Source: an optimization exercise on an open RTL-to-GDS flow (aim: small area, a short achievable clock period and few clock cycles per item). Production flows keep margins and buffers that such runs may drop.
Function was checked by simulation only, so behaviour that the tests miss may differ from the original.

==> flow/design.v <==
module sha256_k (
    input  wire [5:0]  t,
    output reg  [31:0] k
);
    always @(*) begin
        case (t)
            6'd0: k = 32'h428a2f98;
            6'd1: k = 32'h71374491;
            6'd2: k = 32'hb5c0fbcf;
            6'd3: k = 32'he9b5dba5;
            6'd4: k = 32'h3956c25b;
            6'd5: k = 32'h59f111f1;
            6'd6: k = 32'h923f82a4;
            6'd7: k = 32'hab1c5ed5;
            6'd8: k = 32'hd807aa98;
            6'd9: k = 32'h12835b01;
            6'd10: k = 32'h243185be;
            6'd11: k = 32'h550c7dc3;
            6'd12: k = 32'h72be5d74;
            6'd13: k = 32'h80deb1fe;
            6'd14: k = 32'h9bdc06a7;
            6'd15: k = 32'hc19bf174;
            6'd16: k = 32'he49b69c1;
            6'd17: k = 32'hefbe4786;
            6'd18: k = 32'h0fc19dc6;
            6'd19: k = 32'h240ca1cc;
            6'd20: k = 32'h2de92c6f;
            6'd21: k = 32'h4a7484aa;
            6'd22: k = 32'h5cb0a9dc;
            6'd23: k = 32'h76f988da;
            6'd24: k = 32'h983e5152;
            6'd25: k = 32'ha831c66d;
            6'd26: k = 32'hb00327c8;
            6'd27: k = 32'hbf597fc7;
            6'd28: k = 32'hc6e00bf3;
            6'd29: k = 32'hd5a79147;
            6'd30: k = 32'h06ca6351;
            6'd31: k = 32'h14292967;
            6'd32: k = 32'h27b70a85;
            6'd33: k = 32'h2e1b2138;
            6'd34: k = 32'h4d2c6dfc;
            6'd35: k = 32'h53380d13;
            6'd36: k = 32'h650a7354;
            6'd37: k = 32'h766a0abb;
            6'd38: k = 32'h81c2c92e;
            6'd39: k = 32'h92722c85;
            6'd40: k = 32'ha2bfe8a1;
            6'd41: k = 32'ha81a664b;
            6'd42: k = 32'hc24b8b70;
            6'd43: k = 32'hc76c51a3;
            6'd44: k = 32'hd192e819;
            6'd45: k = 32'hd6990624;
            6'd46: k = 32'hf40e3585;
            6'd47: k = 32'h106aa070;
            6'd48: k = 32'h19a4c116;
            6'd49: k = 32'h1e376c08;
            6'd50: k = 32'h2748774c;
            6'd51: k = 32'h34b0bcb5;
            6'd52: k = 32'h391c0cb3;
            6'd53: k = 32'h4ed8aa4a;
            6'd54: k = 32'h5b9cca4f;
            6'd55: k = 32'h682e6ff3;
            6'd56: k = 32'h748f82ee;
            6'd57: k = 32'h78a5636f;
            6'd58: k = 32'h84c87814;
            6'd59: k = 32'h8cc70208;
            6'd60: k = 32'h90befffa;
            6'd61: k = 32'ha4506ceb;
            6'd62: k = 32'hbef9a3f7;
            6'd63: k = 32'hc67178f2;
            default: k = 32'h00000000;
        endcase
    end
endmodule
module sha256_core (
    input  wire         clk,
    input  wire         rst,         
    input  wire         in_valid,
    output wire         in_ready,
    input  wire         in_first,    
    input  wire [511:0] in_block,
    output reg          out_valid,
    output wire [255:0] out_digest
);
    localparam [255:0] IV = {32'h6a09e667, 32'hbb67ae85, 32'h3c6ef372, 32'ha54ff53a,
                             32'h510e527f, 32'h9b05688c, 32'h1f83d9ab, 32'h5be0cd19};
    function [31:0] rotr(input [31:0] x, input integer n);
        rotr = (x >> n) | (x << (32 - n));
    endfunction
    reg        rdy;          
    reg        rnd;          
    reg        fin;          
    reg  [5:0] cnt;          
    reg  [2:0] ph;           
    reg        fst;          
    reg        gate;         
    reg        ivm;          
    reg  [1:0] stp;          
    assign in_ready = rdy;
    wire acc  = in_valid && rdy;
    wire idle = !rnd && !fin;
    wire rlast = rnd && (cnt == 6'd63);
    always @(posedge clk) begin
        if (rst) begin
            rdy       <= 1'b1;
            rnd       <= 1'b0;
            fin       <= 1'b0;
            cnt       <= 6'd63;
            ph        <= 3'd4;
            gate      <= 1'b0;
            out_valid <= 1'b0;
        end else begin
            rdy       <= !acc && (rlast || (idle && ph == 3'd3));
            rnd       <= acc || (rnd && cnt != 6'd63);
            fin       <= rlast;
            out_valid <= fin;
            gate      <= rnd && (cnt[5:2] == 4'hf);
            if (acc)
                cnt <= 6'd0;
            else if (rnd && cnt != 6'd63)
                cnt <= cnt + 6'd1;
            if (fin || ph == 3'd4)
                ph <= 3'd0;
            else
                ph <= ph + 3'd1;
        end
    end
    always @(posedge clk) begin
        if (acc)
            fst <= in_first;
        ivm <= rnd && (cnt[5:2] == 4'hf) && fst;
        stp <= cnt[1:0] + 2'd1;
    end
    reg  [31:0] kr;
    wire [31:0] knext;
    sha256_k u_k (.t(cnt + 6'd1), .k(knext));
    always @(posedge clk)
        kr <= knext;
    reg  [31:0] a, b, c, d, e, f, g, h;
    reg  [31:0] w [0:15];
    wire [31:0] w0  = w[0];
    wire [31:0] bs0 = rotr(a, 2) ^ rotr(a, 13) ^ rotr(a, 22);
    wire [31:0] bs1 = rotr(e, 6) ^ rotr(e, 11) ^ rotr(e, 25);
    wire [31:0] ch  = (e & f) ^ (~e & g);
    wire [31:0] maj = (a & b) ^ (a & c) ^ (b & c);
    wire [31:0] p0s = h ^ w0 ^ kr;
    wire [31:0] p0c = ((h & w0) | (h & kr) | (w0 & kr)) << 1;
    wire [31:0] xs  = bs1 ^ ch ^ p0s;
    wire [31:0] xc  = ((bs1 & ch) | (bs1 & p0s) | (ch & p0s)) << 1;
    wire [31:0] ys  = bs0 ^ maj ^ p0c;
    wire [31:0] yc  = ((bs0 & maj) | (bs0 & p0c) | (maj & p0c)) << 1;
    wire [31:0] zs  = xs ^ xc ^ ys;
    wire [31:0] zc  = ((xs & xc) | (xs & ys) | (xc & ys)) << 1;
    wire [31:0] as_ = zs ^ zc ^ yc;
    wire [31:0] ac_ = ((zs & zc) | (zs & yc) | (zc & yc)) << 1;
    wire [31:0] anew = as_ + ac_;
    wire [31:0] us  = xs ^ xc ^ p0c;
    wire [31:0] uc  = ((xs & xc) | (xs & p0c) | (xc & p0c)) << 1;
    wire [31:0] es_ = us ^ uc ^ d;
    wire [31:0] ec_ = ((us & uc) | (us & d) | (uc & d)) << 1;
    wire [31:0] enew = es_ + ec_;
    reg  [31:0] ha [0:4];
    reg  [31:0] he [0:4];
    reg  [31:0] iva, ive;
    always @(*) begin
        case (stp)
            2'b01:   begin iva = IV[159:128]; ive = IV[31:0];  end
            2'b10:   begin iva = IV[191:160]; ive = IV[63:32]; end
            2'b11:   begin iva = IV[223:192]; ive = IV[95:64]; end
            default: begin iva = IV[255:224]; ive = IV[127:96]; end
        endcase
    end
    wire [31:0] hda;
    sha256_add u_adda (.x(ivm ? iva : ha[4]), .y(gate ? a : 32'd0), .s(hda));
    wire [31:0] w1  = w[1];
    wire [31:0] w9  = w[9];
    wire [31:0] w14 = w[14];
    wire [31:0] ss0 = rotr(w1, 7) ^ rotr(w1, 18) ^ (w1 >> 3);
    wire [31:0] ss1 = rotr(w14, 17) ^ rotr(w14, 19) ^ (w14 >> 10);
    wire [31:0] q1s = ss1 ^ w9 ^ ss0;
    wire [31:0] q1c = ((ss1 & w9) | (ss1 & ss0) | (w9 & ss0)) << 1;
    wire [31:0] q2s = q1s ^ q1c ^ w0;
    wire [31:0] q2c = ((q1s & q1c) | (q1s & w0) | (q1c & w0)) << 1;
    wire [31:0] sa  = gate ? (ivm ? ive : he[4]) : q2s;
    wire [31:0] sb  = gate ? e : q2c;
    wire [31:0] wnew;
    sha256_add u_addw (.x(sa), .y(sb), .s(wnew));
    wire [31:0] hde  = gate ? wnew : he[4];
    integer i;
    always @(posedge clk) begin
        for (i = 0; i < 15; i = i + 1)
            w[i] <= rdy ? in_block[511-32*i -: 32] : w[i+1];
        w[15] <= rdy ? in_block[31:0] : wnew;
    end
    always @(posedge clk) begin
        ha[0] <= hda; ha[1] <= ha[0]; ha[2] <= ha[1]; ha[3] <= ha[2]; ha[4] <= ha[3];
        he[0] <= hde; he[1] <= he[0]; he[2] <= he[1]; he[3] <= he[2]; he[4] <= he[3];
    end
    always @(posedge clk) begin
        if (rdy) begin
            if (in_first) begin
                {a, b, c, d, e, f, g, h} <= IV;
            end else begin
                a <= hda;  b <= ha[0]; c <= ha[1]; d <= ha[2];
                e <= hde;  f <= he[0]; g <= he[1]; h <= he[2];
            end
        end else begin
            h <= g;
            g <= f;
            f <= e;
            e <= enew;
            d <= c;
            c <= b;
            b <= a;
            a <= anew;
        end
    end
    assign out_digest = {ha[0], ha[1], ha[2], ha[3], he[0], he[1], he[2], he[3]};
endmodule
module sha256_add (
    input  wire [31:0] x,
    input  wire [31:0] y,
    output wire [31:0] s
);
    wire [31:0] g [0:5];
    wire [31:0] t [0:5];
    assign g[0] = x & y;
    assign t[0] = x | y;
    genvar l, i;
    generate
        for (l = 0; l < 5; l = l + 1) begin : lv
            for (i = 0; i < 32; i = i + 1) begin : bt
                if ((i >> l) & 1) begin : cmb
                    assign g[l+1][i] = g[l][i] | (t[l][i] & g[l][((i >> l) << l) - 1]);
                    assign t[l+1][i] = t[l][i] & t[l][((i >> l) << l) - 1];
                end else begin : pas
                    assign g[l+1][i] = g[l][i];
                    assign t[l+1][i] = t[l][i];
                end
            end
        end
    endgenerate
    assign s = x ^ y ^ {g[5][30:0], 1'b0};
endmodule
Settings: LEC_CHECK=0, ABC_AREA=1, CAP_MARGIN=30, CORE_MARGIN=2, CORE_UTILIZATION=55, SLEW_MARGIN=30; clock period 12.0 ns.
standard.sh (not shown) runs the stock make flow with config.mk's settings and CLKGATE_MAP_FILE= SYNTH_SCRIPT=/design/flow/synth_recipe.tcl, a recipe that flattens the netlist after the stock synthesis.
==> flow/flow/run.sh <==
#!/bin/bash
# The standard layout (the standard.sh: the standard synthesis, then
# ORFS's floorplan, placement, CTS and routing at the design's clock and
# constraints) with these changes to how the layout is made:
#  - the port buffers are sky130_fd_sc_hd__buf_1 (ORFS picks a 10 um2
#    delay buffer); every input and output port still gets its buffer
#  - clock tree: no dummy loads, sinks clustered by 25 within 90 um
#  - timing repair aims at 7.75 ns of setup slack, so it sizes the
#    critical paths past the point where the 12 ns clock is met
# The make output goes to flow_make.log in this folder; ORFS writes each
# step's own log under orfs/logs.
set -euo pipefail
bash standard.sh \
  BUFFER_PORTS_ARGS="-buffer_cell sky130_fd_sc_hd__buf_1" \
  CTS_ARGS="-sink_clustering_enable -repair_clock_nets -dont_use_dummy_load -sink_clustering_size 25 -sink_clustering_max_diameter 90" \
  SETUP_SLACK_MARGIN=7.75 \
  finish > flow_make.log 2>&1
Testbench counts at the start, summed over its fixed seeds: cycles 80,616, blocks 1,240.
==> next run, changes <==
--- a/flow/design.v
+++ b/flow/design.v
@@ -183,8 +183,7 @@
     wire [31:0] q2c = ((q1s & q1c) | (q1s & w0) | (q1c & w0)) << 1;
     wire [31:0] sa  = gate ? (ivm ? ive : he[4]) : q2s;
     wire [31:0] sb  = gate ? e : q2c;
-    wire [31:0] wnew;
-    sha256_add u_addw (.x(sa), .y(sb), .s(wnew));
+    wire [31:0] wnew = sa + sb;
     wire [31:0] hde  = gate ? wnew : he[4];
     integer i;
     always @(posedge clk) begin
Critical path depth grows by 2; worst setup slack is worse by 0.027 ns; non-clock buffer count came out higher by 8; clock-buffer cell count goes down by 1; synthesized cell count barely changes; clock skew rises by 0.046 ns; hold slack got worse by 0.035 ns; design area is lower slightly; wire length is lower by a few percent.
Testbench counts after the change, summed over its fixed seeds: cycles 80,616, blocks 1,240.

==> static timing again, ports no longer ideal <==
The flow's constraints put no driver on any port. The routed layouts listed below were extracted and timed again, unchanged, in two steps. Step 1 assumes that a clkbuf_16 drives the clock port and a buf_2 every other input. Step 2 adds t to the input delays and takes it off the output delays; t is the mean of the earliest and latest rising clock arrival at the registers after step 1. Input paths then give back, and output paths get back, about the clock's delay inside the block. a / b / c = no drivers / after step 1 / after step 2; a / b = the first two.
run | t, ns | setup WS [ns] | hold WS [ns] | clock arrival spread, ns
the first run | 0.748 | 7.705 / 7.698 / 7.124 | 0.347 / 0.347 / 0.347 | 0.097 / 0.098
the second run | 0.775 | 7.677 / 7.677 / 7.089 | 0.311 / 0.311 / 0.311 | 0.143 / 0.144
After both steps setup and hold are still met in every run listed. The setup slack of the second run, which loses most, moves by 0.000 ns with the drivers and by -0.588 ns with both steps.
